Source: an optimization exercise on an open RTL-to-GDS flow (aim: small area, a short achievable clock period and few clock cycles per item). Production flows keep margins and buffers that such runs may drop. RTL that was checked went through simulation tests only; none was proved equivalent to the original.

run A:
Design rs_group_codec, start of the top module:
module rs_group_codec (
    input  wire         clk,
    input  wire         rst_n,         
    input  wire         in_valid,
    output wire         in_ready,
    input  wire         in_op,         
    input  wire [255:0] in_data,
    input  wire [23:0]  in_check,      
    input  wire [31:0]  in_addr,       
    output reg          out_valid,
    input  wire         out_ready,
    output wire [255:0] out_data,
    output wire [23:0]  out_check,
    output wire [1:0]   out_status,
    output wire [5:0]   out_pos
);
Size: about 300 flip-flops, about 610 I/O pins, about 31,000 sq um of cells after synthesis.
==> flow/config.mk <==
export PLATFORM = sky130hd
export DESIGN_NAME = rs_group_codec
export DESIGN_NICKNAME = rs_group_codec
export VERILOG_FILES = /design/flow/design.v
export SDC_FILE = /design/flow/constraint.sdc
export NUM_CORES = 4
export LEC_CHECK = 0
export CAP_MARGIN = 20
export CORE_AREA = 5 5 265 265
export DIE_AREA = 0 0 270 270
export PLACE_DENSITY = 0.6
export SLEW_MARGIN = 20
==> flow/constraint.sdc <==
create_clock -name core_clock -period 15.0 [get_ports {clk}]
set_input_delay 3.0000 -clock core_clock [delete_from_list [all_inputs] [get_ports {clk}]]
set_output_delay 3.0000 -clock core_clock [all_outputs]
set_load 0.01 [all_outputs]
standard.sh (not shown) runs the stock make flow with config.mk's settings and CLKGATE_MAP_FILE= SYNTH_SCRIPT=/design/flow/synth_recipe.tcl, a recipe that flattens the netlist after the stock synthesis.
==> flow/flow/run.sh <==
#!/bin/bash
set -euo pipefail
MARGIN=$(cat flow/margin.txt)
bash standard.sh \
  "BUFFER_PORTS_ARGS=-buffer_cell sky130_fd_sc_hd__buf_1" \
  "SETUP_SLACK_MARGIN=$MARGIN" \
  finish > standard.log 2>&1
==> flow/flow/margin.txt <==
8
Run A finished every stage and its layout cleared the timing, DRC and antenna checks.
Changes in run B relative to run A:
# run A
export LEC_CHECK = 0
export CAP_MARGIN = 20
export CORE_AREA = 5 5 265 265
export DIE_AREA = 0 0 270 270
export PLACE_DENSITY = 0.6
export SLEW_MARGIN = 20
create_clock -name core_clock -period 15.0 [get_ports {clk}]
# run B
export LEC_CHECK = 0
export CAP_MARGIN = 20
export CORE_AREA = 5 5 235 235
export CTS_BUF_LIST = sky130_fd_sc_hd__clkbuf_8
export DIE_AREA = 0 0 240 240
export PLACE_DENSITY = 0.65
export SLEW_MARGIN = 20
create_clock -name core_clock -period 15.0 [get_ports {clk}]
==> flow/flow/margin.txt <==
6.5
==> run notes <==
- In run B, the relative area change from synthesis to final layout came out 22 points below the value in run A.
- The startpoint-to-endpoint class of the critical path comes out in -> reg in one run and reg -> out in the other, namely in run A and run B respectively.
- Between run B and run A, the fraction of the cycle the final worst path needs is lower for run A.
- Run B: fmax is 23 MHz lower than what run A reported.
- Both conditions hold for run B: the flow ran to the end and the final layout passed the timing, DRC and antenna checks.
- Compared with run A, in run B critical path depth went down 5, sequential portion of the cell area picked up an extra 4.1 points, setup slack moved down, multi-input combinational area share saw an increase.
- Run A → run B: worst hold margin went down by 12 ps, final weighted congestion of routability-driven global placement went down by 0.34%.
For run C, these inputs were changed with respect to run B:
==> flow/flow/margin.txt <==
7
Results
Run B and run C ended up with roughly the same later-pin clock latency in the skew report. Compared to run B, run C shows a wider setup margin. Die footprint came out exactly the same in run C and run B. Wire length per cell across run C and run B: no real change. Between run B and run C, time the final worst path needs with I/O delays and setup decreased.
Function was not checked in any run of this note: the RTL went through the layout flow alone.

* * *

rs_group_codec, a different RTL version from the one above (not shown whole).
Size in the first run: about 2700 cells after synthesis, ~310 flip-flops, ~610 I/O pins, ~0.029 mm^2 of cells after synthesis.
==> flow/config.mk <==
export PLATFORM = sky130hd
export DESIGN_NAME = rs_group_codec
export DESIGN_NICKNAME = rs_group_codec
export VERILOG_FILES = /design/flow/design.v
export SDC_FILE = /design/flow/constraint.sdc
export NUM_CORES = 4
export LEC_CHECK = 0
export CAP_MARGIN = 20
export CORE_AREA = 5 5 235 235
export CTS_BUF_LIST = sky130_fd_sc_hd__clkbuf_8
export DIE_AREA = 0 0 240 240
export PLACE_DENSITY = 0.65
export SLEW_MARGIN = 20
export TNS_END_PERCENT = 5
==> flow/constraint.sdc <==
create_clock -name core_clock -period 15.0 [get_ports {clk}]
set_input_delay 3.0000 -clock core_clock [delete_from_list [all_inputs] [get_ports {clk}]]
set_output_delay 3.0000 -clock core_clock [all_outputs]
set_load 0.01 [all_outputs]
==> flow/flow/margin.txt <==
7
Scripts as last shown in full above: flow/flow/run.sh
Testbench counts at the start, summed over its fixed seeds: cycles 9,608, items 9,600.
Next try:
==> flow/run.sh (new file) <==
#!/bin/bash
# synth_recipe.tcl (not shown) runs the flow's synth.tcl, then flattens the netlist and writes it again
# the make line also repeats each setting of config.mk as NAME=value (left out here)
make -C /OpenROAD-flow-scripts/flow DESIGN_CONFIG=/design/flow/config.mk WORK_HOME=/design/flow/orfs CLKGATE_MAP_FILE= SYNTH_SCRIPT=/design/flow/synth_recipe.tcl finish
- SETUP_SLACK_MARGIN: not set -> 5
- TNS_END_PERCENT: 5 -> not set
removed: flow/flow/run.sh
removed: flow/flow/margin.txt
removed: flow/standard.sh
What happened: Fmax went down by 15%; routed wire length climbs by about 2%; worst hold slack loses 0.033 ns; clock-buffer cell count is unchanged.
Next try:
==> flow/flow/run.sh (new file) <==
#!/bin/bash
set -euo pipefail
MARGIN=$(cat flow/margin.txt)
bash standard.sh \
  "BUFFER_PORTS_ARGS=-buffer_cell sky130_fd_sc_hd__buf_1" \
  "SETUP_SLACK_MARGIN=$MARGIN" \
  finish > standard.log 2>&1
==> flow/flow/margin.txt (new file) <==
7.5
==> flow/standard.sh (new file) <==
#!/bin/bash
# synth_recipe.tcl (not shown) runs the flow's synth.tcl, then flattens the netlist and writes it again
# the make line also repeats each setting of config.mk as NAME=value (left out here)
make -C /OpenROAD-flow-scripts/flow DESIGN_CONFIG=/design/flow/config.mk WORK_HOME=/design/flow/orfs CLKGATE_MAP_FILE= SYNTH_SCRIPT=/design/flow/synth_recipe.tcl "${@:-finish}"
- CTS_BUF_LIST: sky130_fd_sc_hd__clkbuf_8 -> not set
- SETUP_SLACK_MARGIN: 5 -> not set
removed: flow/run.sh
Effect: The changed run passed the timing, DRC and antenna checks. Design area is higher by 1.2%. Final cell count grows by about 3.7%. Fmax rises by 23%. Worst setup slack gains 1.8 ns.
Next try:
==> flow/flow/margin.txt (replaced) <==
6.75
- CTS_BUF_LIST: not set -> sky130_fd_sc_hd__clkbuf_8
Result: Design area falls by 8.2%; fmax is lower by 4.9%; count of clock-buffer cells in the layout goes up by 7; clock skew went up by 0.0098 ns; setup slack got worse by 0.41 ns; routed wire length went down by 4.1%; synthesized area stays the same; sequential share of layout area rose by 2.2 points.
Next try:
==> flow/flow/margin.txt (replaced) <==
7
- CORE_AREA: 5 5 235 235 -> 5 5 265 265
- CTS_BUF_LIST: sky130_fd_sc_hd__clkbuf_8 -> not set
- DIE_AREA: 0 0 240 240 -> 0 0 270 270
- PLACE_DENSITY: 0.65 -> 0.6
Count of clock-buffer cells in the layout went down by 7.
Global-route usage went down by 6.5 points.
Utilization went down by 13 points.
Next try:
- CORE_AREA: 5 5 265 265 -> 5 5 235 235
- DIE_AREA: 0 0 270 270 -> 0 0 240 240
- PLACE_DENSITY: 0.6 -> 0.65
Via count climbs by 0.37%.
Critical path depth falls by 1.
Cell area drops by 1.8%.
Die area drops by 21%.
Worst setup slack got worse by 0.042 ns.
Fmax went down by 0.53%.

* * *

Setup of garnet:
Another version of the RTL of rs_group_codec (not shown whole).
Size in the first run: ~320 flip-flops, ~610 I/O pins, about 34000 sq um of cells after synthesis.
Settings: LEC_CHECK=0, CAP_MARGIN=20, CORE_AREA=5 5 265 265, DIE_AREA=0 0 270 270, PLACE_DENSITY=0.6, SLEW_MARGIN=20; clock period 15.0 ns.
==> flow/flow/run.sh <==
#!/bin/bash
set -euo pipefail
MARGIN=$(cat flow/margin.txt)
bash standard.sh \
  "BUFFER_PORTS_ARGS=-buffer_cell sky130_fd_sc_hd__buf_1" \
  "SETUP_SLACK_MARGIN=$MARGIN" \
  finish > standard.log 2>&1
==> flow/flow/margin.txt <==
8
Testbench counts of garnet, summed over its fixed seeds: cycles 9,608, items 9,600.
[inputs] maple vs garnet
==> flow/flow/margin.txt <==
6
Results
- Having completed the whole flow, maple delivered a layout that passed the timing, DRC and antenna checks.
- Proportion of cell area occupied by registers was higher in the run labelled maple.
- Post-layout instance count excluding filler cells: lower on maple
- Diff garnet -> maple | total detailed-routing wirelength | decrease of about 16%
- Non-clock inverter count in the final layout of maple falls short of that of garnet by a few percent.
- maple has worst setup slack below what garnet had.
- The post-route cell area in maple is 0.79 times that in garnet.
### maple -> harbor
==> flow/run.sh (new file) <==
#!/bin/bash
# synth_recipe.tcl (not shown) runs the flow's synth.tcl, then flattens the netlist and writes it again
# the make line also repeats each setting of config.mk as NAME=value (left out here)
make -C /OpenROAD-flow-scripts/flow DESIGN_CONFIG=/design/flow/config.mk WORK_HOME=/design/flow/orfs CLKGATE_MAP_FILE= SYNTH_SCRIPT=/design/flow/synth_recipe.tcl finish
removed: flow/flow/run.sh
removed: flow/flow/margin.txt
removed: flow/standard.sh
==> run notes <==
| minimum hold slack | harbor vs maple | ≈ equal |. Re synthesis-to-layout area growth: harbor and maple aren't equal, and the higher value belongs to harbor. First-pass iteration count of the detailed router for harbor: 1 up relative to maple. Clock-buffer cell count (maple / harbor): 0.939. Summary: routed wire length, harbor worse than maple. Of harbor and maple, the run reporting the higher fraction of area in multi-input gates was maple. harbor has final worst slack below what maple had. Final cell count (harbor vs. maple) decreases slightly.
--- input diff harbor..nickel ---
- PLACE_DENSITY: 0.6 -> 0.7
- CORE_AREA: 5 5 265 265 -> 5 5 225 225
- ABC_AREA: unset -> 1
- DIE_AREA: 0 0 270 270 -> 0 0 230 230
==> comparison <==
Multiplexer share of the synthesized area: nickel vs harbor down 0.93 points
nickel: it failed during global placement, and the tool reported GPL-0301.
nickel: share of synthesized cell area in and, or, nand and nor gates is 27 points higher than what harbor reported.
As far as flip-flop and latch count after synthesis goes, harbor and nickel are indistinguishable; the numbers are identical.
Going from harbor to nickel, unique cell type count in the Yosys netlist now sits lower, placement row count down 16%, synthesized cell count shows an increase of about 60%.
Comparing horizontal die dimension for nickel and harbor, the smaller number came from nickel.
Between harbor and nickel, post-synthesis share of cell area spent on xor and xnor gates decreased.
Compare nickel and harbor | adder and majority gate portion of the synthesized area lower: nickel

-- static timing again, ports no longer ideal --
The flow's constraints put no driver on any port. The routed layouts listed below were extracted and timed again, unchanged, in two steps. Step 1: set_driving_cell puts a clkbuf_16 on clk and a buf_2 on each other input, an assumption about the parent block. Step 2 moves the port delays by t, midway between the first and last clock arrival at a register: inputs arrive t later, outputs are due t later. That takes back most of the time a late clock gives input paths. Three values: ideal, step 1, step 2; two values: the first two.
run	t (ns)	setup WS [ns]	clock arrival spread, ns	worst data-port slew with drivers (ns)
run A	0.623	7.879 / 7.871 / 7.249	0.037 / 0.037	0.16
run B	0.733	6.467 / 6.406 / 5.926	0.042 / 0.042	0.18
run C	0.727	6.877 / 6.871 / 6.144	0.029 / 0.028	0.21
the first run of note 2	0.716	6.732 / 6.675 / 6.082	0.052 / 0.052	0.12
the second run of note 2	0.724	5.309 / 5.337 / 4.613	0.052 / 0.052	0.13
the third run of note 2	0.635	7.150 / 7.185 / 6.550	0.025 / 0.025	0.09
the fourth run of note 2	0.716	6.742 / 6.743 / 6.056	0.041 / 0.040	0.11
the fifth run of note 2	0.625	7.034 / 7.062 / 6.437	0.018 / 0.018	0.13
the sixth run of note 2	0.633	6.992 / 6.974 / 6.391	0.035 / 0.034	0.12
garnet	0.621	7.001 / 6.950 / 6.729	0.035 / 0.035	0.13
maple	0.619	6.152 / 6.102 / 5.635	0.027 / 0.027	0.14
harbor	0.629	4.985 / 4.922 / 5.229	0.033 / 0.034	0.13
After both steps setup and hold are still met in every run listed. The setup slack of run C, which loses most, moves by -0.006 ns with the drivers and by -0.733 ns with both steps.
